This is an optimization exercise on Yosys and OpenROAD, whose aim is small area, not a production implementation. Function was checked by simulation only, so behaviour that the tests miss may differ from the original.

==> flow/design.v <==
module wfq_sched (
    input  wire        clk,
    input  wire        rst,
    input  wire        enq_valid,
    input  wire [3:0]  enq_queue,
    input  wire [12:0] enq_len,
    input  wire        enq_green,
    output wire        enq_ready,
    input  wire        cfg_we,
    input  wire [3:0]  cfg_queue,
    input  wire [7:0]  cfg_weight,
    input  wire [15:0] elig,
    output reg         grant_valid,
    output reg  [3:0]  grant_queue,
    output reg  [12:0] grant_len,
    output reg         grant_green,
    output reg  [31:0] grant_finish
);
    reg [31:0] vtime;
    reg [7:0]  weight [0:15];    
    reg [3:0]  vld    [0:15];
    reg [31:0] fin    [0:63];    
    reg [12:0] len    [0:63];
    reg        grn    [0:63];
    reg [3:0]  hsel   [0:15];    
    reg [31:0] head_fin [0:15];
    reg [12:0] head_len [0:15];
    reg [15:0] head_grn;
    reg [15:0] head_ge;          
    reg [15:0] cand;
    wire [31:0] pivot = vtime ^ 32'h8000_0000;
    integer q, k, b;
    function automatic ge32(input [31:0] a, input [31:0] b);
        integer n;
        reg cy;
        begin
            cy = 1'b1;
            for (n = 0; n < 32; n = n + 1)
                cy = (a[n] & ~b[n]) | (cy & (a[n] | ~b[n]));
            ge32 = cy;
        end
    endfunction
    always @(*) begin
        for (q = 0; q < 16; q = q + 1) begin
            hsel[q] = vld[q] & ~{1'b0, vld[q][3:1]};
            head_fin[q] = 32'd0;
            head_grn[q] = 1'b0;
            head_len[q] = 13'd0;
            for (k = 0; k < 4; k = k + 1) begin
                head_len[q] = head_len[q] | ({13{hsel[q][k]}} & len[q*4+k]);
                head_fin[q] = head_fin[q] | ({32{hsel[q][k]}} & fin[q*4+k]);
                head_grn[q] = head_grn[q] | (hsel[q][k] & grn[q*4+k]);
            end
            head_ge[q] = ge32(head_fin[q], pivot);
            cand[q]    = vld[q][0] & elig[q];
        end
    end
    reg [15:0] c;
    reg [15:0] keep;
    reg [15:0] fbit;
    reg [15:0] onehot;
    always @(*) begin
        grant_valid = |cand;
        c = cand;
        keep = c & head_grn;
        grant_green = |keep;
        if (|keep) c = keep;
        keep = c & head_ge;
        if (|keep) c = keep;
        for (b = 31; b >= 0; b = b - 1) begin
            for (q = 0; q < 16; q = q + 1)
                fbit[q] = head_fin[q][b];
            keep = c & ~fbit;
            grant_finish[b] = ~|keep;
            if (|keep) c = keep;
        end
        onehot = c & ~{c[14:0] | {c[13:0], 1'b0} | {c[12:0], 2'b0} | {c[11:0], 3'b0} |
                       {c[10:0], 4'b0} | {c[9:0], 5'b0} | {c[8:0], 6'b0} | {c[7:0], 7'b0} |
                       {c[6:0], 8'b0} | {c[5:0], 9'b0} | {c[4:0], 10'b0} | {c[3:0], 11'b0} |
                       {c[2:0], 12'b0} | {c[1:0], 13'b0} | {c[0], 14'b0}, 1'b0};
        grant_queue = 4'd0;
        for (q = 0; q < 16; q = q + 1)
            grant_queue = grant_queue | ({4{onehot[q]}} & q[3:0]);
        grant_len = 13'd0;
        for (q = 0; q < 16; q = q + 1)
            grant_len = grant_len | ({13{onehot[q]}} & head_len[q]);
    end
    wire [15:0] enq_sel   = 16'd1 << enq_queue;
    reg  [3:0]  enq_vld;
    reg  [31:0] tail_fin;
    reg  [7:0]  enq_w;
    integer     t;
    always @(*) begin
        enq_vld  = 4'd0;
        tail_fin = 32'd0;
        enq_w    = 8'd0;
        for (t = 0; t < 16; t = t + 1) begin
            enq_vld  = enq_vld  | ({4{enq_sel[t]}}  & vld[t]);
            tail_fin = tail_fin | ({32{enq_sel[t]}} & fin[t*4]);
            enq_w    = enq_w    | ({8{enq_sel[t]}}  & weight[t]);
        end
    end
    wire        tail_lo   = ge32({1'b0, tail_fin[30:0]}, {1'b0, vtime[30:0]});
    wire        tail_pos  = (tail_fin[31] ^ vtime[31] ^ tail_lo) && (tail_fin != vtime);
    wire [31:0] start_tag = (enq_vld[0] && tail_pos) ? tail_fin : vtime;
    wire [20:0] dividend = {enq_len, 8'd0};
    reg  [20:0] quot;
    reg  [8:0]  rem, trial, diff;
    reg  [8:0]  dsr;
    reg         bw;
    integer j, n;
    always @(*) begin
        dsr = {1'b0, enq_w};
        rem = 9'd0;
        for (j = 20; j >= 0; j = j - 1) begin
            trial = {rem[7:0], dividend[j]};
            bw = 1'b0;
            for (n = 0; n < 9; n = n + 1) begin
                diff[n] = trial[n] ^ dsr[n] ^ bw;
                bw      = (~trial[n] & (dsr[n] | bw)) | (dsr[n] & bw);
            end
            quot[j] = ~bw;
            rem = bw ? trial : diff;
        end
    end
    wire [20:0] incr    = {quot[20:1], quot[0] | (enq_len == 13'd0)};
    reg  [20:0] pg, pp, gen, prop;
    reg  [20:0] sum_lo;
    integer     d, m;
    always @(*) begin
        gen  = start_tag[20:0] & incr;
        prop = start_tag[20:0] ^ incr;
        pg   = gen;
        pp   = prop;
        for (d = 1; d < 21; d = d * 2)
            for (m = 0; m < 21; m = m + 1)
                if (m & d) begin
                    pg[m] = pg[m] | (pp[m] & pg[(m & ~(d - 1)) - 1]);
                    pp[m] = pp[m] & pp[(m & ~(d - 1)) - 1];
                end
        sum_lo = prop ^ {pg[19:0], 1'b0};
    end
    wire [10:0] hi_inc  = start_tag[31:21] + 11'd1;
    wire [31:0] enq_fin = {pg[20] ? hi_inc : start_tag[31:21], sum_lo};
    assign enq_ready = ~enq_vld[3];
    wire do_enq = enq_valid & ~enq_vld[3];
    integer i;
    always @(posedge clk) begin
        if (rst) begin
            vtime <= 32'd0;
            for (i = 0; i < 16; i = i + 1) begin
                weight[i] <= 8'd16;
                vld[i]    <= 4'd0;
            end
        end else begin
            if (grant_valid)
                vtime <= grant_finish;
            for (i = 0; i < 16; i = i + 1) begin
                if (do_enq && enq_queue == i && !(grant_valid && onehot[i]))
                    vld[i] <= {vld[i][2:0], 1'b1};
                else if (!(do_enq && enq_queue == i) && grant_valid && onehot[i])
                    vld[i] <= {1'b0, vld[i][3:1]};
            end
            if (cfg_we)
                weight[cfg_queue] <= (cfg_weight == 8'd0) ? 8'd1 : cfg_weight;
        end
    end
    always @(posedge clk) begin
        if (do_enq) begin
            for (i = 0; i < 16; i = i + 1) begin
                if (enq_queue == i) begin
                    fin[i*4+3] <= fin[i*4+2];
                    fin[i*4+2] <= fin[i*4+1];
                    fin[i*4+1] <= fin[i*4+0];
                    fin[i*4+0] <= enq_fin;
                    len[i*4+3] <= len[i*4+2];
                    len[i*4+2] <= len[i*4+1];
                    len[i*4+1] <= len[i*4+0];
                    len[i*4+0] <= enq_len;
                    grn[i*4+3] <= grn[i*4+2];
                    grn[i*4+2] <= grn[i*4+1];
                    grn[i*4+1] <= grn[i*4+0];
                    grn[i*4+0] <= enq_green;
                end
            end
        end
    end
endmodule
clock: 80.0 ns
lec_check: 0
cap_margin: 20
core_margin: 2
core_utilization: 55
setup_slack_margin: 2
slew_margin: 20
standard.sh (not shown) runs the stock make flow with config.mk's settings and CLKGATE_MAP_FILE= SYNTH_SCRIPT=/design/flow/synth_recipe.tcl, a recipe that flattens the netlist after the stock synthesis.
==> flow/flow/run.sh <==
#!/bin/bash
# Own layout flow: the standard layout (standard.sh), with these changes:
#  - synthesis: the ABC step maps for area (flow/area.abc) instead of ORFS's
#    speed script, and adders are left to ABC (no full-adder extraction);
#    registers, their names and cell types are the standard synthesis's;
#  - CTS: sink clusters of up to 25 flip-flops, no dummy loads;
#  - port buffers are buf_1 cells;
#  - up to 12 rounds of antenna repair after detailed routing.
# Each tool's full output is in orfs/logs/ (per ORFS step) and make_finish.log.
set -euo pipefail
W=$(pwd)
# ORFS's synth.tcl, with the ABC script swapped
sed '/^source \$::env(SCRIPTS_DIR)\/synth_preamble.tcl/a set abc_args [lreplace $abc_args 1 1 '"$W"'/flow/area.abc]' \
    "$FLOW_HOME/scripts/synth.tcl" > "$W/own_synth_core.tcl"
grep -q 'flow/area.abc' "$W/own_synth_core.tcl"
# The standard flow's synthesis wrapper, sourcing that copy
sed 's#source \$::env(SCRIPTS_DIR)/synth.tcl#source '"$W"'/own_synth_core.tcl#' \
    "$W/synth_recipe.tcl" > "$W/own_synth.tcl"
grep -q own_synth_core "$W/own_synth.tcl"
CTS="-sink_clustering_enable -repair_clock_nets -dont_use_dummy_load -sink_clustering_size 25 -sink_clustering_max_diameter 70"
bash "$W/standard.sh" SYNTH_SCRIPT="$W/own_synth.tcl" ADDER_MAP_FILE= "CTS_ARGS=$CTS" "BUFFER_PORTS_ARGS=-buffer_cell sky130_fd_sc_hd__buf_1" MAX_REPAIR_ANTENNAS_ITER_DRT=12 finish > "$W/make_finish.log" 2>&1
==> flow/flow/area.abc <==
strash
dc2
dc2
&get -n
&dch -f
&nf -R 1000 -p -F 8 -C 32
&put
strash
dc2
&get -n
&dch -f
&nf -R 1000 -p -F 8 -C 32
&put
The first run ran to the end with no violations.
==> next run, changes <==
--- a/flow/config.mk
+++ b/flow/config.mk
@@ -9,3 +9,3 @@
 export CORE_MARGIN = 2
-export CORE_UTILIZATION = 55
+export CORE_UTILIZATION = 60
 export SETUP_SLACK_MARGIN = 2
- count of clock-buffer cells in the layout falls by 2
- fmax falls slightly
- wire length falls slightly
- flip-flop and latch count stays the same
- final area falls slightly
- die area falls by a little under a tenth

-- separate check: timing with driven ports --
Ports are ideal in the flow. The routed layouts listed here were re-timed in OpenROAD. Step 1 sets driving cells, clkbuf_16 on the clock port and buf_2 on the other inputs (assumed; they add their load-dependent delay and slew). Step 2 times the ports against the registers' clock, not the clock port: input delays grow and output delays shrink by t, the midpoint of the rising clock arrivals with the driver on. Slacks: no drivers / after step 1 / after step 2; pairs: no drivers / after step 1.
run	shift t [ns]	slack for setup (ns)	hold WS [ns]	worst data-port slew with drivers (ns)
the first run	0.930	4.929 / 4.897 / 4.897	0.355 / 0.355 / 0.355	0.06
the second run	0.943	4.509 / 4.483 / 4.483	0.372 / 0.372 / 0.372	0.15
After both steps setup and hold are still met in every run listed. The setup slack of the first run, which loses most, moves by -0.032 ns with the drivers and by -0.032 ns with both steps.
